Context: an optimization exercise on an open-source flow, tuned for small area and a short achievable clock period. The choices shown serve that exercise and are no tape-out recipe.
For this run, only the layout was checked, not whether the RTL still works.

==> design.v <==
module ecc80_codec (
    input  wire        clk,
    input  wire        rst,
    input  wire        enc_valid_i,
    input  wire [63:0] enc_data_i,
    output reg         enc_valid_o,
    output reg  [15:0] enc_check_o,
    input  wire        dec_valid_i,
    input  wire [79:0] dec_cw_i,
    output reg         dec_valid_o,
    output reg  [63:0] dec_data_o,
    output reg  [15:0] dec_check_o,
    output reg  [1:0]  dec_err_o
);
    wire [15:0] enc_chk;
    reg        enc_v1;
    reg [63:0] enc_d;
    always @(posedge clk) begin
        enc_v1      <= enc_valid_i & ~rst;
        enc_valid_o <= enc_v1 & ~rst;
        enc_d       <= enc_data_i;
        enc_check_o <= enc_chk;
    end
    assign enc_chk[0] = ~(enc_d[0] ^ enc_d[1] ^ enc_d[2] ^ enc_d[3] ^ enc_d[4] ^ enc_d[6] ^ enc_d[7] ^ enc_d[9] ^ enc_d[10] ^ enc_d[11] ^ enc_d[12] ^ enc_d[14] ^ enc_d[17] ^ enc_d[19] ^ enc_d[20] ^ enc_d[21] ^ enc_d[27] ^ enc_d[29] ^ enc_d[33] ^ enc_d[37] ^ enc_d[38] ^ enc_d[43] ^ enc_d[45] ^ enc_d[48] ^ enc_d[49] ^ enc_d[51] ^ enc_d[52] ^ enc_d[57] ^ enc_d[58] ^ enc_d[61] ^ enc_d[62] ^ enc_d[63]);
    assign enc_chk[1] = (enc_d[1] ^ enc_d[2] ^ enc_d[3] ^ enc_d[4] ^ enc_d[5] ^ enc_d[7] ^ enc_d[8] ^ enc_d[10] ^ enc_d[11] ^ enc_d[12] ^ enc_d[13] ^ enc_d[15] ^ enc_d[18] ^ enc_d[20] ^ enc_d[21] ^ enc_d[22] ^ enc_d[28] ^ enc_d[30] ^ enc_d[34] ^ enc_d[38] ^ enc_d[39] ^ enc_d[44] ^ enc_d[46] ^ enc_d[49] ^ enc_d[50] ^ enc_d[52] ^ enc_d[53] ^ enc_d[58] ^ enc_d[59] ^ enc_d[62] ^ enc_d[63]);
    assign enc_chk[2] = ~(enc_d[2] ^ enc_d[3] ^ enc_d[4] ^ enc_d[5] ^ enc_d[6] ^ enc_d[8] ^ enc_d[9] ^ enc_d[11] ^ enc_d[12] ^ enc_d[13] ^ enc_d[14] ^ enc_d[16] ^ enc_d[19] ^ enc_d[21] ^ enc_d[22] ^ enc_d[23] ^ enc_d[29] ^ enc_d[31] ^ enc_d[35] ^ enc_d[39] ^ enc_d[40] ^ enc_d[45] ^ enc_d[47] ^ enc_d[50] ^ enc_d[51] ^ enc_d[53] ^ enc_d[54] ^ enc_d[59] ^ enc_d[60] ^ enc_d[63]);
    assign enc_chk[3] = (enc_d[0] ^ enc_d[1] ^ enc_d[2] ^ enc_d[5] ^ enc_d[11] ^ enc_d[13] ^ enc_d[15] ^ enc_d[19] ^ enc_d[21] ^ enc_d[22] ^ enc_d[23] ^ enc_d[24] ^ enc_d[27] ^ enc_d[29] ^ enc_d[30] ^ enc_d[32] ^ enc_d[33] ^ enc_d[36] ^ enc_d[37] ^ enc_d[38] ^ enc_d[40] ^ enc_d[41] ^ enc_d[43] ^ enc_d[45] ^ enc_d[46] ^ enc_d[49] ^ enc_d[54] ^ enc_d[55] ^ enc_d[57] ^ enc_d[58] ^ enc_d[60] ^ enc_d[62] ^ enc_d[63]);
    assign enc_chk[4] = ~(enc_d[0] ^ enc_d[4] ^ enc_d[7] ^ enc_d[9] ^ enc_d[10] ^ enc_d[11] ^ enc_d[16] ^ enc_d[17] ^ enc_d[19] ^ enc_d[21] ^ enc_d[22] ^ enc_d[23] ^ enc_d[24] ^ enc_d[25] ^ enc_d[27] ^ enc_d[28] ^ enc_d[29] ^ enc_d[30] ^ enc_d[31] ^ enc_d[34] ^ enc_d[39] ^ enc_d[41] ^ enc_d[42] ^ enc_d[43] ^ enc_d[44] ^ enc_d[45] ^ enc_d[46] ^ enc_d[47] ^ enc_d[48] ^ enc_d[49] ^ enc_d[50] ^ enc_d[51] ^ enc_d[52] ^ enc_d[55] ^ enc_d[56] ^ enc_d[57] ^ enc_d[59] ^ enc_d[62]);
    assign enc_chk[5] = ~(enc_d[1] ^ enc_d[5] ^ enc_d[8] ^ enc_d[10] ^ enc_d[11] ^ enc_d[12] ^ enc_d[17] ^ enc_d[18] ^ enc_d[20] ^ enc_d[22] ^ enc_d[23] ^ enc_d[24] ^ enc_d[25] ^ enc_d[26] ^ enc_d[28] ^ enc_d[29] ^ enc_d[30] ^ enc_d[31] ^ enc_d[32] ^ enc_d[35] ^ enc_d[40] ^ enc_d[42] ^ enc_d[43] ^ enc_d[44] ^ enc_d[45] ^ enc_d[46] ^ enc_d[47] ^ enc_d[48] ^ enc_d[49] ^ enc_d[50] ^ enc_d[51] ^ enc_d[52] ^ enc_d[53] ^ enc_d[56] ^ enc_d[57] ^ enc_d[58] ^ enc_d[60] ^ enc_d[63]);
    assign enc_chk[6] = (enc_d[2] ^ enc_d[6] ^ enc_d[9] ^ enc_d[11] ^ enc_d[12] ^ enc_d[13] ^ enc_d[18] ^ enc_d[19] ^ enc_d[21] ^ enc_d[23] ^ enc_d[24] ^ enc_d[25] ^ enc_d[26] ^ enc_d[27] ^ enc_d[29] ^ enc_d[30] ^ enc_d[31] ^ enc_d[32] ^ enc_d[33] ^ enc_d[36] ^ enc_d[41] ^ enc_d[43] ^ enc_d[44] ^ enc_d[45] ^ enc_d[46] ^ enc_d[47] ^ enc_d[48] ^ enc_d[49] ^ enc_d[50] ^ enc_d[51] ^ enc_d[52] ^ enc_d[53] ^ enc_d[54] ^ enc_d[57] ^ enc_d[58] ^ enc_d[59] ^ enc_d[61]);
    assign enc_chk[7] = (enc_d[0] ^ enc_d[1] ^ enc_d[2] ^ enc_d[4] ^ enc_d[6] ^ enc_d[9] ^ enc_d[11] ^ enc_d[13] ^ enc_d[17] ^ enc_d[21] ^ enc_d[22] ^ enc_d[24] ^ enc_d[25] ^ enc_d[26] ^ enc_d[28] ^ enc_d[29] ^ enc_d[30] ^ enc_d[31] ^ enc_d[32] ^ enc_d[34] ^ enc_d[38] ^ enc_d[42] ^ enc_d[43] ^ enc_d[44] ^ enc_d[46] ^ enc_d[47] ^ enc_d[50] ^ enc_d[53] ^ enc_d[54] ^ enc_d[55] ^ enc_d[57] ^ enc_d[59] ^ enc_d[60] ^ enc_d[61] ^ enc_d[63]);
    assign enc_chk[8] = ~(enc_d[0] ^ enc_d[4] ^ enc_d[5] ^ enc_d[6] ^ enc_d[9] ^ enc_d[11] ^ enc_d[17] ^ enc_d[18] ^ enc_d[19] ^ enc_d[20] ^ enc_d[21] ^ enc_d[22] ^ enc_d[23] ^ enc_d[25] ^ enc_d[26] ^ enc_d[30] ^ enc_d[31] ^ enc_d[32] ^ enc_d[35] ^ enc_d[37] ^ enc_d[38] ^ enc_d[39] ^ enc_d[44] ^ enc_d[47] ^ enc_d[49] ^ enc_d[52] ^ enc_d[54] ^ enc_d[55] ^ enc_d[56] ^ enc_d[57] ^ enc_d[60] ^ enc_d[63]);
    assign enc_chk[9] = (enc_d[1] ^ enc_d[5] ^ enc_d[6] ^ enc_d[7] ^ enc_d[10] ^ enc_d[12] ^ enc_d[18] ^ enc_d[19] ^ enc_d[20] ^ enc_d[21] ^ enc_d[22] ^ enc_d[23] ^ enc_d[24] ^ enc_d[26] ^ enc_d[27] ^ enc_d[31] ^ enc_d[32] ^ enc_d[33] ^ enc_d[36] ^ enc_d[38] ^ enc_d[39] ^ enc_d[40] ^ enc_d[45] ^ enc_d[48] ^ enc_d[50] ^ enc_d[53] ^ enc_d[55] ^ enc_d[56] ^ enc_d[57] ^ enc_d[58] ^ enc_d[61]);
    assign enc_chk[10] = (enc_d[0] ^ enc_d[1] ^ enc_d[3] ^ enc_d[4] ^ enc_d[8] ^ enc_d[9] ^ enc_d[10] ^ enc_d[12] ^ enc_d[13] ^ enc_d[14] ^ enc_d[17] ^ enc_d[22] ^ enc_d[23] ^ enc_d[24] ^ enc_d[25] ^ enc_d[28] ^ enc_d[29] ^ enc_d[32] ^ enc_d[34] ^ enc_d[38] ^ enc_d[39] ^ enc_d[40] ^ enc_d[41] ^ enc_d[43] ^ enc_d[45] ^ enc_d[46] ^ enc_d[48] ^ enc_d[52] ^ enc_d[54] ^ enc_d[56] ^ enc_d[59] ^ enc_d[61] ^ enc_d[63]);
    assign enc_chk[11] = ~(enc_d[1] ^ enc_d[2] ^ enc_d[4] ^ enc_d[5] ^ enc_d[9] ^ enc_d[10] ^ enc_d[11] ^ enc_d[13] ^ enc_d[14] ^ enc_d[15] ^ enc_d[18] ^ enc_d[23] ^ enc_d[24] ^ enc_d[25] ^ enc_d[26] ^ enc_d[29] ^ enc_d[30] ^ enc_d[33] ^ enc_d[35] ^ enc_d[39] ^ enc_d[40] ^ enc_d[41] ^ enc_d[42] ^ enc_d[44] ^ enc_d[46] ^ enc_d[47] ^ enc_d[49] ^ enc_d[53] ^ enc_d[55] ^ enc_d[57] ^ enc_d[60] ^ enc_d[62]);
    assign enc_chk[12] = ~(enc_d[2] ^ enc_d[3] ^ enc_d[5] ^ enc_d[6] ^ enc_d[10] ^ enc_d[11] ^ enc_d[12] ^ enc_d[14] ^ enc_d[15] ^ enc_d[16] ^ enc_d[19] ^ enc_d[24] ^ enc_d[25] ^ enc_d[26] ^ enc_d[27] ^ enc_d[30] ^ enc_d[31] ^ enc_d[34] ^ enc_d[36] ^ enc_d[40] ^ enc_d[41] ^ enc_d[42] ^ enc_d[43] ^ enc_d[45] ^ enc_d[47] ^ enc_d[48] ^ enc_d[50] ^ enc_d[54] ^ enc_d[56] ^ enc_d[58] ^ enc_d[61] ^ enc_d[63]);
    assign enc_chk[13] = (enc_d[3] ^ enc_d[4] ^ enc_d[6] ^ enc_d[7] ^ enc_d[11] ^ enc_d[12] ^ enc_d[13] ^ enc_d[15] ^ enc_d[16] ^ enc_d[17] ^ enc_d[20] ^ enc_d[25] ^ enc_d[26] ^ enc_d[27] ^ enc_d[28] ^ enc_d[31] ^ enc_d[32] ^ enc_d[35] ^ enc_d[37] ^ enc_d[41] ^ enc_d[42] ^ enc_d[43] ^ enc_d[44] ^ enc_d[46] ^ enc_d[48] ^ enc_d[49] ^ enc_d[51] ^ enc_d[55] ^ enc_d[57] ^ enc_d[59] ^ enc_d[62]);
    assign enc_chk[14] = (enc_d[0] ^ enc_d[1] ^ enc_d[2] ^ enc_d[3] ^ enc_d[5] ^ enc_d[6] ^ enc_d[8] ^ enc_d[9] ^ enc_d[10] ^ enc_d[11] ^ enc_d[13] ^ enc_d[16] ^ enc_d[18] ^ enc_d[19] ^ enc_d[20] ^ enc_d[26] ^ enc_d[28] ^ enc_d[32] ^ enc_d[36] ^ enc_d[37] ^ enc_d[42] ^ enc_d[44] ^ enc_d[47] ^ enc_d[48] ^ enc_d[50] ^ enc_d[51] ^ enc_d[56] ^ enc_d[57] ^ enc_d[60] ^ enc_d[61] ^ enc_d[62]);
    assign enc_chk[15] = ~(enc_d[0] ^ enc_d[1] ^ enc_d[2] ^ enc_d[3] ^ enc_d[4] ^ enc_d[5] ^ enc_d[6] ^ enc_d[7] ^ enc_d[8] ^ enc_d[9] ^ enc_d[10] ^ enc_d[11] ^ enc_d[12] ^ enc_d[13] ^ enc_d[14] ^ enc_d[15] ^ enc_d[16] ^ enc_d[17] ^ enc_d[18] ^ enc_d[19] ^ enc_d[20] ^ enc_d[21] ^ enc_d[22] ^ enc_d[23] ^ enc_d[24] ^ enc_d[25] ^ enc_d[26] ^ enc_d[27] ^ enc_d[28] ^ enc_d[29] ^ enc_d[30] ^ enc_d[31] ^ enc_d[32] ^ enc_d[33] ^ enc_d[34] ^ enc_d[35] ^ enc_d[36] ^ enc_d[37] ^ enc_d[38] ^ enc_d[39] ^ enc_d[40] ^ enc_d[41] ^ enc_d[42] ^ enc_d[43] ^ enc_d[44] ^ enc_d[45] ^ enc_d[46] ^ enc_d[47] ^ enc_d[48] ^ enc_d[49] ^ enc_d[50] ^ enc_d[51] ^ enc_d[52] ^ enc_d[53] ^ enc_d[54] ^ enc_d[55] ^ enc_d[56] ^ enc_d[57] ^ enc_d[58] ^ enc_d[59] ^ enc_d[60] ^ enc_d[61] ^ enc_d[62] ^ enc_d[63]);
    wire [79:0] flip;
    wire [1:0]  err;
    reg        dec_v1;
    reg [79:0] r;
    always @(posedge clk) begin
        dec_v1      <= dec_valid_i & ~rst;
        dec_valid_o <= dec_v1 & ~rst;
        r           <= dec_cw_i;
        {dec_check_o, dec_data_o} <= r ^ flip;
        dec_err_o   <= err;
    end
    wire [79:0] raw = r ^ 80'h99350000000000000000;
    wire sp = raw[0] ^ raw[1] ^ raw[2] ^ raw[3] ^ raw[4] ^ raw[5] ^ raw[6] ^ raw[7] ^ raw[8] ^ raw[9] ^ raw[10] ^ raw[11] ^ raw[12] ^ raw[13] ^ raw[14] ^ raw[15] ^ raw[16] ^ raw[17] ^ raw[18] ^ raw[19] ^ raw[20] ^ raw[21] ^ raw[22] ^ raw[23] ^ raw[24] ^ raw[25] ^ raw[26] ^ raw[27] ^ raw[28] ^ raw[29] ^ raw[30] ^ raw[31] ^ raw[32] ^ raw[33] ^ raw[34] ^ raw[35] ^ raw[36] ^ raw[37] ^ raw[38] ^ raw[39] ^ raw[40] ^ raw[41] ^ raw[42] ^ raw[43] ^ raw[44] ^ raw[45] ^ raw[46] ^ raw[47] ^ raw[48] ^ raw[49] ^ raw[50] ^ raw[51] ^ raw[52] ^ raw[53] ^ raw[54] ^ raw[55] ^ raw[56] ^ raw[57] ^ raw[58] ^ raw[59] ^ raw[60] ^ raw[61] ^ raw[62] ^ raw[63] ^ raw[64] ^ raw[65] ^ raw[66] ^ raw[67] ^ raw[68] ^ raw[69] ^ raw[70] ^ raw[71] ^ raw[72] ^ raw[73] ^ raw[74] ^ raw[75] ^ raw[76] ^ raw[77] ^ raw[78];
    wire t  = raw[64] ^ raw[65] ^ raw[66] ^ raw[67] ^ raw[68] ^ raw[69] ^ raw[70] ^ raw[71] ^ raw[72] ^ raw[73] ^ raw[74] ^ raw[75] ^ raw[76] ^ raw[77] ^ raw[78] ^ raw[79];
    wire [6:0] s1, s3;
    assign s1[0] = raw[0] ^ raw[4] ^ raw[6] ^ raw[7] ^ raw[8] ^ raw[10] ^ raw[12] ^ raw[13] ^ raw[15] ^ raw[16] ^ raw[22] ^ raw[23] ^ raw[26] ^ raw[27] ^ raw[29] ^ raw[31] ^ raw[34] ^ raw[35] ^ raw[36] ^ raw[39] ^ raw[40] ^ raw[41] ^ raw[42] ^ raw[44] ^ raw[45] ^ raw[47] ^ raw[52] ^ raw[54] ^ raw[56] ^ raw[58] ^ raw[59] ^ raw[60] ^ raw[61] ^ raw[62] ^ raw[64] ^ raw[71] ^ raw[75] ^ raw[78];
    assign s1[1] = raw[0] ^ raw[1] ^ raw[5] ^ raw[7] ^ raw[8] ^ raw[9] ^ raw[11] ^ raw[13] ^ raw[14] ^ raw[16] ^ raw[17] ^ raw[23] ^ raw[24] ^ raw[27] ^ raw[28] ^ raw[30] ^ raw[32] ^ raw[35] ^ raw[36] ^ raw[37] ^ raw[40] ^ raw[41] ^ raw[42] ^ raw[43] ^ raw[45] ^ raw[46] ^ raw[48] ^ raw[53] ^ raw[55] ^ raw[57] ^ raw[59] ^ raw[60] ^ raw[61] ^ raw[62] ^ raw[63] ^ raw[65] ^ raw[72] ^ raw[76];
    assign s1[2] = raw[1] ^ raw[2] ^ raw[6] ^ raw[8] ^ raw[9] ^ raw[10] ^ raw[12] ^ raw[14] ^ raw[15] ^ raw[17] ^ raw[18] ^ raw[24] ^ raw[25] ^ raw[28] ^ raw[29] ^ raw[31] ^ raw[33] ^ raw[36] ^ raw[37] ^ raw[38] ^ raw[41] ^ raw[42] ^ raw[43] ^ raw[44] ^ raw[46] ^ raw[47] ^ raw[49] ^ raw[54] ^ raw[56] ^ raw[58] ^ raw[60] ^ raw[61] ^ raw[62] ^ raw[63] ^ raw[66] ^ raw[73] ^ raw[77];
    assign s1[3] = raw[0] ^ raw[2] ^ raw[3] ^ raw[4] ^ raw[6] ^ raw[8] ^ raw[9] ^ raw[11] ^ raw[12] ^ raw[18] ^ raw[19] ^ raw[22] ^ raw[23] ^ raw[25] ^ raw[27] ^ raw[30] ^ raw[31] ^ raw[32] ^ raw[35] ^ raw[36] ^ raw[37] ^ raw[38] ^ raw[40] ^ raw[41] ^ raw[43] ^ raw[48] ^ raw[50] ^ raw[52] ^ raw[54] ^ raw[55] ^ raw[56] ^ raw[57] ^ raw[58] ^ raw[60] ^ raw[63] ^ raw[67] ^ raw[71] ^ raw[74] ^ raw[75];
    assign s1[4] = raw[1] ^ raw[3] ^ raw[4] ^ raw[5] ^ raw[7] ^ raw[9] ^ raw[10] ^ raw[12] ^ raw[13] ^ raw[19] ^ raw[20] ^ raw[23] ^ raw[24] ^ raw[26] ^ raw[28] ^ raw[31] ^ raw[32] ^ raw[33] ^ raw[36] ^ raw[37] ^ raw[38] ^ raw[39] ^ raw[41] ^ raw[42] ^ raw[44] ^ raw[49] ^ raw[51] ^ raw[53] ^ raw[55] ^ raw[56] ^ raw[57] ^ raw[58] ^ raw[59] ^ raw[61] ^ raw[68] ^ raw[72] ^ raw[75] ^ raw[76];
    assign s1[5] = raw[2] ^ raw[4] ^ raw[5] ^ raw[6] ^ raw[8] ^ raw[10] ^ raw[11] ^ raw[13] ^ raw[14] ^ raw[20] ^ raw[21] ^ raw[24] ^ raw[25] ^ raw[27] ^ raw[29] ^ raw[32] ^ raw[33] ^ raw[34] ^ raw[37] ^ raw[38] ^ raw[39] ^ raw[40] ^ raw[42] ^ raw[43] ^ raw[45] ^ raw[50] ^ raw[52] ^ raw[54] ^ raw[56] ^ raw[57] ^ raw[58] ^ raw[59] ^ raw[60] ^ raw[62] ^ raw[69] ^ raw[73] ^ raw[76] ^ raw[77];
    assign s1[6] = raw[3] ^ raw[5] ^ raw[6] ^ raw[7] ^ raw[9] ^ raw[11] ^ raw[12] ^ raw[14] ^ raw[15] ^ raw[21] ^ raw[22] ^ raw[25] ^ raw[26] ^ raw[28] ^ raw[30] ^ raw[33] ^ raw[34] ^ raw[35] ^ raw[38] ^ raw[39] ^ raw[40] ^ raw[41] ^ raw[43] ^ raw[44] ^ raw[46] ^ raw[51] ^ raw[53] ^ raw[55] ^ raw[57] ^ raw[58] ^ raw[59] ^ raw[60] ^ raw[61] ^ raw[63] ^ raw[70] ^ raw[74] ^ raw[77] ^ raw[78];
    assign s3[0] = raw[2] ^ raw[3] ^ raw[4] ^ raw[5] ^ raw[8] ^ raw[10] ^ raw[13] ^ raw[16] ^ raw[18] ^ raw[19] ^ raw[21] ^ raw[23] ^ raw[25] ^ raw[31] ^ raw[32] ^ raw[35] ^ raw[40] ^ raw[41] ^ raw[42] ^ raw[44] ^ raw[46] ^ raw[47] ^ raw[48] ^ raw[51] ^ raw[52] ^ raw[53] ^ raw[57] ^ raw[58] ^ raw[60] ^ raw[61] ^ raw[64] ^ raw[69] ^ raw[71] ^ raw[73] ^ raw[74] ^ raw[78];
    assign s3[1] = raw[0] ^ raw[2] ^ raw[4] ^ raw[5] ^ raw[6] ^ raw[9] ^ raw[10] ^ raw[11] ^ raw[15] ^ raw[16] ^ raw[18] ^ raw[19] ^ raw[22] ^ raw[23] ^ raw[30] ^ raw[34] ^ raw[35] ^ raw[36] ^ raw[37] ^ raw[38] ^ raw[40] ^ raw[43] ^ raw[44] ^ raw[46] ^ raw[50] ^ raw[52] ^ raw[53] ^ raw[54] ^ raw[55] ^ raw[57] ^ raw[58] ^ raw[60] ^ raw[61] ^ raw[62] ^ raw[68] ^ raw[69] ^ raw[72] ^ raw[77] ^ raw[78];
    assign s3[2] = raw[1] ^ raw[2] ^ raw[4] ^ raw[8] ^ raw[10] ^ raw[11] ^ raw[12] ^ raw[13] ^ raw[15] ^ raw[16] ^ raw[18] ^ raw[19] ^ raw[20] ^ raw[22] ^ raw[23] ^ raw[24] ^ raw[25] ^ raw[26] ^ raw[27] ^ raw[28] ^ raw[33] ^ raw[35] ^ raw[37] ^ raw[38] ^ raw[42] ^ raw[45] ^ raw[46] ^ raw[47] ^ raw[48] ^ raw[51] ^ raw[53] ^ raw[56] ^ raw[59] ^ raw[61] ^ raw[62] ^ raw[67] ^ raw[71] ^ raw[72] ^ raw[73] ^ raw[74] ^ raw[75] ^ raw[77];
    assign s3[3] = raw[0] ^ raw[2] ^ raw[6] ^ raw[8] ^ raw[9] ^ raw[10] ^ raw[11] ^ raw[13] ^ raw[14] ^ raw[16] ^ raw[17] ^ raw[18] ^ raw[20] ^ raw[21] ^ raw[22] ^ raw[23] ^ raw[24] ^ raw[25] ^ raw[26] ^ raw[31] ^ raw[33] ^ raw[35] ^ raw[36] ^ raw[40] ^ raw[43] ^ raw[44] ^ raw[45] ^ raw[46] ^ raw[49] ^ raw[51] ^ raw[54] ^ raw[57] ^ raw[59] ^ raw[60] ^ raw[62] ^ raw[65] ^ raw[69] ^ raw[70] ^ raw[71] ^ raw[72] ^ raw[73] ^ raw[75] ^ raw[78];
    assign s3[4] = raw[1] ^ raw[2] ^ raw[3] ^ raw[4] ^ raw[7] ^ raw[9] ^ raw[12] ^ raw[15] ^ raw[17] ^ raw[18] ^ raw[20] ^ raw[22] ^ raw[24] ^ raw[30] ^ raw[31] ^ raw[34] ^ raw[39] ^ raw[40] ^ raw[41] ^ raw[43] ^ raw[45] ^ raw[46] ^ raw[47] ^ raw[50] ^ raw[51] ^ raw[52] ^ raw[56] ^ raw[57] ^ raw[59] ^ raw[60] ^ raw[63] ^ raw[68] ^ raw[70] ^ raw[72] ^ raw[73] ^ raw[77];
    assign s3[5] = raw[1] ^ raw[3] ^ raw[4] ^ raw[5] ^ raw[8] ^ raw[9] ^ raw[10] ^ raw[14] ^ raw[15] ^ raw[17] ^ raw[18] ^ raw[21] ^ raw[22] ^ raw[29] ^ raw[33] ^ raw[34] ^ raw[35] ^ raw[36] ^ raw[37] ^ raw[39] ^ raw[42] ^ raw[43] ^ raw[45] ^ raw[49] ^ raw[51] ^ raw[52] ^ raw[53] ^ raw[54] ^ raw[56] ^ raw[57] ^ raw[59] ^ raw[60] ^ raw[61] ^ raw[63] ^ raw[67] ^ raw[68] ^ raw[71] ^ raw[76] ^ raw[77] ^ raw[78];
    assign s3[6] = raw[0] ^ raw[1] ^ raw[3] ^ raw[7] ^ raw[9] ^ raw[10] ^ raw[11] ^ raw[12] ^ raw[14] ^ raw[15] ^ raw[17] ^ raw[18] ^ raw[19] ^ raw[21] ^ raw[22] ^ raw[23] ^ raw[24] ^ raw[25] ^ raw[26] ^ raw[27] ^ raw[32] ^ raw[34] ^ raw[36] ^ raw[37] ^ raw[41] ^ raw[44] ^ raw[45] ^ raw[46] ^ raw[47] ^ raw[50] ^ raw[52] ^ raw[55] ^ raw[58] ^ raw[60] ^ raw[61] ^ raw[63] ^ raw[66] ^ raw[70] ^ raw[71] ^ raw[72] ^ raw[73] ^ raw[74] ^ raw[76];
    reg [6:0] f;
    always @(*) begin
        case (s1)
            7'd0: f = 7'd0;
            7'd1: f = 7'd1;
            7'd2: f = 7'd17;
            7'd3: f = 7'd24;
            7'd4: f = 7'd19;
            7'd5: f = 7'd82;
            7'd6: f = 7'd3;
            7'd7: f = 7'd122;
            7'd8: f = 7'd49;
            7'd9: f = 7'd56;
            7'd10: f = 7'd40;
            7'd11: f = 7'd33;
            7'd12: f = 7'd51;
            7'd13: f = 7'd4;
            7'd14: f = 7'd45;
            7'd15: f = 7'd71;
            7'd16: f = 7'd23;
            7'd17: f = 7'd36;
            7'd18: f = 7'd7;
            7'd19: f = 7'd88;
            7'd20: f = 7'd5;
            7'd21: f = 7'd44;
            7'd22: f = 7'd21;
            7'd23: f = 7'd96;
            7'd24: f = 7'd53;
            7'd25: f = 7'd30;
            7'd26: f = 7'd68;
            7'd27: f = 7'd100;
            7'd28: f = 7'd80;
            7'd29: f = 7'd46;
            7'd30: f = 7'd127;
            7'd31: f = 7'd103;
            7'd32: f = 7'd117;
            7'd33: f = 7'd18;
            7'd34: f = 7'd64;
            7'd35: f = 7'd115;
            7'd36: f = 7'd119;
            7'd37: f = 7'd38;
            7'd38: f = 7'd11;
            7'd39: f = 7'd47;
            7'd40: f = 7'd85;
            7'd41: f = 7'd124;
            7'd42: f = 7'd65;
            7'd43: f = 7'd2;
            7'd44: f = 7'd87;
            7'd45: f = 7'd58;
            7'd46: f = 7'd12;
            7'd47: f = 7'd110;
            7'd48: f = 7'd83;
            7'd49: f = 7'd93;
            7'd50: f = 7'd101;
            7'd51: f = 7'd86;
            7'd52: f = 7'd76;
            7'd53: f = 7'd62;
            7'd54: f = 7'd72;
            7'd55: f = 7'd66;
            7'd56: f = 7'd10;
            7'd57: f = 7'd90;
            7'd58: f = 7'd99;
            7'd59: f = 7'd79;
            7'd60: f = 7'd120;
            7'd61: f = 7'd81;
            7'd62: f = 7'd123;
            7'd63: f = 7'd31;
            7'd64: f = 7'd91;
            7'd65: f = 7'd26;
            7'd66: f = 7'd32;
            7'd67: f = 7'd28;
            7'd68: f = 7'd8;
            7'd69: f = 7'd73;
            7'd70: f = 7'd61;
            7'd71: f = 7'd111;
            7'd72: f = 7'd121;
            7'd73: f = 7'd22;
            7'd74: f = 7'd98;
            7'd75: f = 7'd14;
            7'd76: f = 7'd50;
            7'd77: f = 7'd109;
            7'd78: f = 7'd114;
            7'd79: f = 7'd54;
            7'd80: f = 7'd95;
            7'd81: f = 7'd16;
            7'd82: f = 7'd75;
            7'd83: f = 7'd70;
            7'd84: f = 7'd25;
            7'd85: f = 7'd39;
            7'd86: f = 7'd34;
            7'd87: f = 7'd106;
            7'd88: f = 7'd125;
            7'd89: f = 7'd92;
            7'd90: f = 7'd37;
            7'd91: f = 7'd113;
            7'd92: f = 7'd69;
            7'd93: f = 7'd29;
            7'd94: f = 7'd107;
            7'd95: f = 7'd52;
            7'd96: f = 7'd57;
            7'd97: f = 7'd112;
            7'd98: f = 7'd94;
            7'd99: f = 7'd43;
            7'd100: f = 7'd89;
            7'd101: f = 7'd105;
            7'd102: f = 7'd108;
            7'd103: f = 7'd78;
            7'd104: f = 7'd77;
            7'd105: f = 7'd55;
            7'd106: f = 7'd97;
            7'd107: f = 7'd59;
            7'd108: f = 7'd9;
            7'd109: f = 7'd20;
            7'd110: f = 7'd42;
            7'd111: f = 7'd102;
            7'd112: f = 7'd35;
            7'd113: f = 7'd67;
            7'd114: f = 7'd41;
            7'd115: f = 7'd6;
            7'd116: f = 7'd63;
            7'd117: f = 7'd74;
            7'd118: f = 7'd126;
            7'd119: f = 7'd84;
            7'd120: f = 7'd15;
            7'd121: f = 7'd118;
            7'd122: f = 7'd27;
            7'd123: f = 7'd104;
            7'd124: f = 7'd60;
            7'd125: f = 7'd48;
            7'd126: f = 7'd116;
            7'd127: f = 7'd13;
            default: f = 7'd0;
        endcase
    end
    function [6:0] gf_mul;
        input [6:0] a;
        input [6:0] b;
        reg   [12:0] p;
        integer i;
        begin
            p = 13'd0;
            for (i = 0; i < 7; i = i + 1)
                if (b[i]) p = p ^ ({6'd0, a} << i);
            for (i = 12; i >= 7; i = i - 1)
                if (p[i]) p = p ^ (13'h89 << (i - 7));
            gf_mul = p[6:0];
        end
    endfunction
    wire [6:0] wv = gf_mul(s3, f);
    wire [6:0] y;
    assign y[0] = 1'b0;
    assign y[1] = wv[2] ^ wv[3] ^ wv[4] ^ wv[6];
    assign y[2] = wv[3] ^ wv[4] ^ wv[6];
    assign y[3] = wv[5] ^ wv[6];
    assign y[4] = wv[1] ^ wv[2] ^ wv[4];
    assign y[5] = wv[3] ^ wv[5] ^ wv[6];
    assign y[6] = wv[3] ^ wv[6];
    wire [6:0] x1 = gf_mul(s1, y);
    wire [6:0] x2 = x1 ^ s1;
    function pos_ok;
        input [6:0] x;
        begin
            case (x)
                7'd1, 7'd2, 7'd3, 7'd4, 7'd5, 7'd6, 7'd8, 7'd9, 7'd10, 7'd11, 7'd12, 7'd16, 7'd18, 7'd20, 7'd22, 7'd24, 7'd25, 7'd27, 7'd29, 7'd31, 7'd32, 7'd35, 7'd36, 7'd37, 7'd39, 7'd40, 7'd41, 7'd43, 7'd44, 7'd45, 7'd47, 7'd48, 7'd50, 7'd51, 7'd53, 7'd54, 7'd55, 7'd57, 7'd58, 7'd61, 7'd62, 7'd64, 7'd65, 7'd69, 7'd70, 7'd72, 7'd73, 7'd74, 7'd75, 7'd78, 7'd80, 7'd81, 7'd82, 7'd83, 7'd85, 7'd86, 7'd87, 7'd88, 7'd90, 7'd93, 7'd94, 7'd95, 7'd96, 7'd97, 7'd100, 7'd102, 7'd106, 7'd107, 7'd108, 7'd109, 7'd110, 7'd111, 7'd113, 7'd114, 7'd115, 7'd116, 7'd122, 7'd124, 7'd125: pos_ok = 1'b1;
                default: pos_ok = 1'b0;
            endcase
        end
    endfunction
    function pos_chk;
        input [6:0] x;
        begin
            case (x)
                7'd1, 7'd2, 7'd4, 7'd8, 7'd9, 7'd16, 7'd18, 7'd25, 7'd32, 7'd36, 7'd50, 7'd64, 7'd65, 7'd72, 7'd100: pos_chk = 1'b1;
                default: pos_chk = 1'b0;
            endcase
        end
    endfunction
    wire s1z  = (s1 == 7'd0);
    wire s3z  = (s3 == 7'd0);
    wire ok1  = pos_ok(x1);
    wire ok2  = pos_ok(x2);
    wire ch1  = pos_chk(x1);
    wire ch2  = pos_chk(x2);
    wire one  = sp & (wv == 7'd1) & ok2;
    wire two  = ~sp & ~s1z & wv[0] & ok1 & ok2 & (t == (ch1 ^ ch2));
    wire none = ~sp & s1z & s3z;
    wire e79  = (none & t) | (one & (t ^ ch2));
    wire fix  = one | two;
    assign err = none ? {1'b0, t} : one ? {t ^ ch2, ~(t ^ ch2)} : two ? 2'd2 : 2'd3;
    assign flip[79] = e79;
    assign flip[64] = fix & ((x1 == 7'd1) | (x2 == 7'd1));
    assign flip[65] = fix & ((x1 == 7'd2) | (x2 == 7'd2));
    assign flip[66] = fix & ((x1 == 7'd4) | (x2 == 7'd4));
    assign flip[67] = fix & ((x1 == 7'd8) | (x2 == 7'd8));
    assign flip[68] = fix & ((x1 == 7'd16) | (x2 == 7'd16));
    assign flip[69] = fix & ((x1 == 7'd32) | (x2 == 7'd32));
    assign flip[70] = fix & ((x1 == 7'd64) | (x2 == 7'd64));
    assign flip[71] = fix & ((x1 == 7'd9) | (x2 == 7'd9));
    assign flip[72] = fix & ((x1 == 7'd18) | (x2 == 7'd18));
    assign flip[73] = fix & ((x1 == 7'd36) | (x2 == 7'd36));
    assign flip[74] = fix & ((x1 == 7'd72) | (x2 == 7'd72));
    assign flip[75] = fix & ((x1 == 7'd25) | (x2 == 7'd25));
    assign flip[76] = fix & ((x1 == 7'd50) | (x2 == 7'd50));
    assign flip[77] = fix & ((x1 == 7'd100) | (x2 == 7'd100));
    assign flip[78] = fix & ((x1 == 7'd65) | (x2 == 7'd65));
    assign flip[0] = fix & ((x1 == 7'd11) | (x2 == 7'd11));
    assign flip[1] = fix & ((x1 == 7'd22) | (x2 == 7'd22));
    assign flip[2] = fix & ((x1 == 7'd44) | (x2 == 7'd44));
    assign flip[3] = fix & ((x1 == 7'd88) | (x2 == 7'd88));
    assign flip[4] = fix & ((x1 == 7'd57) | (x2 == 7'd57));
    assign flip[5] = fix & ((x1 == 7'd114) | (x2 == 7'd114));
    assign flip[6] = fix & ((x1 == 7'd109) | (x2 == 7'd109));
    assign flip[7] = fix & ((x1 == 7'd83) | (x2 == 7'd83));
    assign flip[8] = fix & ((x1 == 7'd47) | (x2 == 7'd47));
    assign flip[9] = fix & ((x1 == 7'd94) | (x2 == 7'd94));
    assign flip[10] = fix & ((x1 == 7'd53) | (x2 == 7'd53));
    assign flip[11] = fix & ((x1 == 7'd106) | (x2 == 7'd106));
    assign flip[12] = fix & ((x1 == 7'd93) | (x2 == 7'd93));
    assign flip[13] = fix & ((x1 == 7'd51) | (x2 == 7'd51));
    assign flip[14] = fix & ((x1 == 7'd102) | (x2 == 7'd102));
    assign flip[15] = fix & ((x1 == 7'd69) | (x2 == 7'd69));
    assign flip[16] = fix & ((x1 == 7'd3) | (x2 == 7'd3));
    assign flip[17] = fix & ((x1 == 7'd6) | (x2 == 7'd6));
    assign flip[18] = fix & ((x1 == 7'd12) | (x2 == 7'd12));
    assign flip[19] = fix & ((x1 == 7'd24) | (x2 == 7'd24));
    assign flip[20] = fix & ((x1 == 7'd48) | (x2 == 7'd48));
    assign flip[21] = fix & ((x1 == 7'd96) | (x2 == 7'd96));
    assign flip[22] = fix & ((x1 == 7'd73) | (x2 == 7'd73));
    assign flip[23] = fix & ((x1 == 7'd27) | (x2 == 7'd27));
    assign flip[24] = fix & ((x1 == 7'd54) | (x2 == 7'd54));
    assign flip[25] = fix & ((x1 == 7'd108) | (x2 == 7'd108));
    assign flip[26] = fix & ((x1 == 7'd81) | (x2 == 7'd81));
    assign flip[27] = fix & ((x1 == 7'd43) | (x2 == 7'd43));
    assign flip[28] = fix & ((x1 == 7'd86) | (x2 == 7'd86));
    assign flip[29] = fix & ((x1 == 7'd37) | (x2 == 7'd37));
    assign flip[30] = fix & ((x1 == 7'd74) | (x2 == 7'd74));
    assign flip[31] = fix & ((x1 == 7'd29) | (x2 == 7'd29));
    assign flip[32] = fix & ((x1 == 7'd58) | (x2 == 7'd58));
    assign flip[33] = fix & ((x1 == 7'd116) | (x2 == 7'd116));
    assign flip[34] = fix & ((x1 == 7'd97) | (x2 == 7'd97));
    assign flip[35] = fix & ((x1 == 7'd75) | (x2 == 7'd75));
    assign flip[36] = fix & ((x1 == 7'd31) | (x2 == 7'd31));
    assign flip[37] = fix & ((x1 == 7'd62) | (x2 == 7'd62));
    assign flip[38] = fix & ((x1 == 7'd124) | (x2 == 7'd124));
    assign flip[39] = fix & ((x1 == 7'd113) | (x2 == 7'd113));
    assign flip[40] = fix & ((x1 == 7'd107) | (x2 == 7'd107));
    assign flip[41] = fix & ((x1 == 7'd95) | (x2 == 7'd95));
    assign flip[42] = fix & ((x1 == 7'd55) | (x2 == 7'd55));
    assign flip[43] = fix & ((x1 == 7'd110) | (x2 == 7'd110));
    assign flip[44] = fix & ((x1 == 7'd85) | (x2 == 7'd85));
    assign flip[45] = fix & ((x1 == 7'd35) | (x2 == 7'd35));
    assign flip[46] = fix & ((x1 == 7'd70) | (x2 == 7'd70));
    assign flip[47] = fix & ((x1 == 7'd5) | (x2 == 7'd5));
    assign flip[48] = fix & ((x1 == 7'd10) | (x2 == 7'd10));
    assign flip[49] = fix & ((x1 == 7'd20) | (x2 == 7'd20));
    assign flip[50] = fix & ((x1 == 7'd40) | (x2 == 7'd40));
    assign flip[51] = fix & ((x1 == 7'd80) | (x2 == 7'd80));
    assign flip[52] = fix & ((x1 == 7'd41) | (x2 == 7'd41));
    assign flip[53] = fix & ((x1 == 7'd82) | (x2 == 7'd82));
    assign flip[54] = fix & ((x1 == 7'd45) | (x2 == 7'd45));
    assign flip[55] = fix & ((x1 == 7'd90) | (x2 == 7'd90));
    assign flip[56] = fix & ((x1 == 7'd61) | (x2 == 7'd61));
    assign flip[57] = fix & ((x1 == 7'd122) | (x2 == 7'd122));
    assign flip[58] = fix & ((x1 == 7'd125) | (x2 == 7'd125));
    assign flip[59] = fix & ((x1 == 7'd115) | (x2 == 7'd115));
    assign flip[60] = fix & ((x1 == 7'd111) | (x2 == 7'd111));
    assign flip[61] = fix & ((x1 == 7'd87) | (x2 == 7'd87));
    assign flip[62] = fix & ((x1 == 7'd39) | (x2 == 7'd39));
    assign flip[63] = fix & ((x1 == 7'd78) | (x2 == 7'd78));
endmodule
==> run.sh <==
#!/bin/bash
# synth_recipe.tcl (not shown) runs the flow's synth.tcl, then flattens the netlist and writes it again
# the make line also repeats each setting of config.mk as NAME=value (left out here)
make -C /OpenROAD-flow-scripts/flow DESIGN_CONFIG=/design/flow/config.mk WORK_HOME=/design/flow/orfs CLKGATE_MAP_FILE= SYNTH_SCRIPT=/design/flow/synth_recipe.tcl finish
==> config.mk <==
export PLATFORM = sky130hd
export DESIGN_NAME = ecc80_codec
export DESIGN_NICKNAME = ecc80_codec
export VERILOG_FILES = /design/flow/design.v
export SDC_FILE = /design/flow/constraint.sdc
export NUM_CORES = 4
export LEC_CHECK = 0
export CAP_MARGIN = 20
export CORE_MARGIN = 2
export CORE_UTILIZATION = 40
export PLACE_DENSITY = 0.6
export SLEW_MARGIN = 20
==> constraint.sdc <==
create_clock -name core_clock -period 22.0 [get_ports {clk}]
set_input_delay 4.4000 -clock core_clock [delete_from_list [all_inputs] [get_ports {clk}]]
set_output_delay 4.4000 -clock core_clock [all_outputs]
set_load 0.01 [all_outputs]
==> summary.txt <==
[worst max-delay path, delay by kind of cell, from the launching register on]
family	cells	cell delay, ns
XOR/XNOR	16	5.87
AO/OA/AOI/OAI	6	1.96
buffers and inverters	4	1.62
AND/OR/NAND/NOR	6	1.36
adder cells (fa/ha/maj)	2	0.85
flip-flops	1	0.51
[worst max path at each step]
stage	from	slack (ns)	to	depth (start not counted)
6_report	r[8]	9.63	dec_data_o[52]	34
3_5_place_dp	r[8]	9.90	dec_data_o[52]	34
3_3_place_gp	r[8]	9.98	dec_data_o[63]	34
2_1_floorplan	r[42]	12.61	dec_check_o[4]	38
4_1_cts	r[8]	9.89	dec_data_o[52]	34
5_1_grt	r[8]	9.01	dec_data_o[15]	34
[sequential cells by signal, indices dropped and copies added, names as in the netlist]
register and count:
dec_err_o 2, enc_d 64, enc_v1 1, dec_valid_o 1, dec_v1 1, dec_data_o 64
enc_check_o 16, enc_valid_o 1, dec_check_o 16, r 80
[layer usage]
layer | vias up | share of wire | GRT usage
met1 | 6576 | 0.41 | 0.350
met5 | - | 0 | 0
li1 | 6388 | - | -
met4 | 0 | 0.046 | 0.112
met3 | 141 | 0.065 | 0.0410
met2 | 659 | 0.47 | 0.464
[logic make-up after synthesis]
group	Yosys count	synth area share
flip-flops	246	0.291
AND/OR/NAND/NOR	360	0.103
XOR/XNOR	719	0.427
adder cells (fa/ha/maj)	19	0.0141
multiplexers	19	0.0173
buffers and inverters	129	0.0354
AO/OA/AOI/OAI	269	0.112
[per-stage QoR]
step	setup WS, ns	utilization	hold WS, ns	instances
global route	9.01	0.496	0.459	2516
global placement	9.98	0.471	0.421	2465
floorplan	12.61	-	0.414	1761
finish	9.63	0.496	0.454	2516
detailed placement	9.90	0.471	0.437	2465
CTS	9.89	0.496	0.455	2516
[Yosys cell counts (all sizes together), types with 8 or more instances]
library cell and number:
mux4 8, nor3 15, nand2 92, xor3 11, inv 28, mux2i 9, o22ai 75, o211ai 25
a21oi 42, buf 40, ha 19, nor2 92, o21ai 28, or3 8, xnor3 43, dfxtp 246
nand3 93, xor2 145, xnor2 520, and3 27, clkbuf 60, o221ai 9
[final cells by class]
type	count	area share
repair buffers	265	0.126
flip-flops and latches	246	0.237
clock inverters	18	0.0137
clock buffers	33	0.0366
inverters	29	0.00524
multi-input cells	1386	0.549
well taps	539	0.0325
==> results.yml <==
cells_and_area:
  nNetsFinal: 2123
  layout_common_cells: "xnor2_1 (506), clkdlybuf4s50_1 (247), dfxtp_1 (246)"
  drive_above_1_share: 0.0647
  fill_cells: 3973
  final_common_cell: "xnor2_1"
  syn2layout_area_growth_pct: 22.9
  fin_area_sq_mm: 0.0208
  seq_area_sq_mm: 0.00492
  diodes: 0
  multiInputGateArea_sq_mm: 0.0114
critical_path:
  r2r-start: "r[8]"
  worst_path_max_delay_cell: "a32oi_1"
  criticalPathCategory: "reg -> reg"
  slowest_delay_ns: 0.81
  cp_data_required_time_ns: 22.44
  timing.rr.end: "dec_data_o[52]"
  endpoint_kind: "register"
  cp.arrival_ns: 12.81
  cp-start-kind: "register"
  crit_top_cell: "xnor2_1"
  cp_max_fo: 64
  r2r_setup_slack_ns: 9.63
  worst-r2r-cell-count: 34
routing:
  drt_iter0_markers: 1166
  vias_per_cell: 5.47
  wire_per_inst_microns: 24.3
  firstDrtPassIters: 5
  drt.antenna.violating_nets: 0
  vias: 13800
  drc: 0
  wirelength_microns: 61300
run_status:
  outcome: "no timing/DRC/antenna violations"
place:
  dp_hpwl_microns: 47600
  gp_congestion: 0.947
  placed_area_sq_mm: 0.0197
  io_buffers: 247
synthesis:
  syn-instance-count: 1761
  yosysWarnings: 1
  syn_nets: 1928
  yosys.area.top_type: "dfxtp_1"
  ys_types: 84
  netlist_area_sq_mm: 0.0169
  avgSynthCellArea_sq_um: 9.60
  ys.flop_type: "dfxtp_1"
  yosys-top-cells-area: "dfxtp_1 (29%), xnor2_1 (26%), xor2_1 (7.3%)"
  async_flop_share: 0
  yosysTopAreaCellShare: 0.291
  yosysSeqAreaShare: 0.291
  synth_seq_cells: 246
  synth_edf_count: 0
global_routing:
  grt_pass1_wl_microns: 90500
  grt-ovfl-total: 0
  grt_max_degree: 65
  grt_pass1_vias: 14000
  antenna_found_initial: 0
  grt_usage: 0.274
floorplanning:
  ioPinCount: 248
  die_w_microns: 210
  initial_utilization: 0.404
  coreArea_sq_mm: 0.0419
  placementRows: 75
  dieArea_sq_mm: 0.0439
  die_y_microns: 210
sta:
  rsz0062_at_grt: "no"
  skew_ns: 0.0151
  hold_viol_final: 0
  slew_violations: 0
  maxSlewHeadroom: 0.300
  finalCritPeriodShare: 0.562
  final-setup-viol-count: 0
  max_freq_ghz: 0.0809
  tightest_slew_ns: 1.05
  tns_ns: 0
  layout_min_cycle_time_ns: 12.37
clock_network:
  clock_latency_ns: 0.58
  cts_tree: "yes"
  ctsHoldBuffers: 0
  postCtsSetupRepairBufs: 0
  cts.path.max_buffers: 3
  cts_buffers: 28
  clock_sinks: 246
  clk_transition_reported_paths_ns: 0.06
  cts-resized-gates: 0
  cts.root.buffer_cell: "clkbuf_16"
  htree_num_levels: 1
worst_hold_path:
  hold_end: "enc_valid_o"
  min_path_cells: 1
  hp-start: "enc_v1"
  min-delay-path-class: "reg -> reg"
job:
  drv_cap: 0

separate check: timing with driven ports:
How much do the figures lean on ideal ports? The routed layout below was timed once more, with nothing changed but the port constraints.
Step 1 sets driving cells, clkbuf_16 on the clock port and buf_2 on the other inputs (assumed; they add their load-dependent delay and slew).
Step 2, shift: input delay + t, output delay - t, t = (earliest + latest rising clock arrival at the registers) / 2. This alone moves slack from input paths to output paths.
Three values: no drivers, after step 1, after step 2; two values: the first two.
shift t [ns]: 0.627
slack for setup (ns): 9.634 / 9.634 / 9.634
hold slack, ns: 0.454 / 0.454 / 0.454
slew at the worst register clock pin (ns): 0.06 / 0.06
After both steps this run still meets setup and hold. For this run, drivers alone change the setup slack by 0.000 ns; drivers and shift together by 0.000 ns.
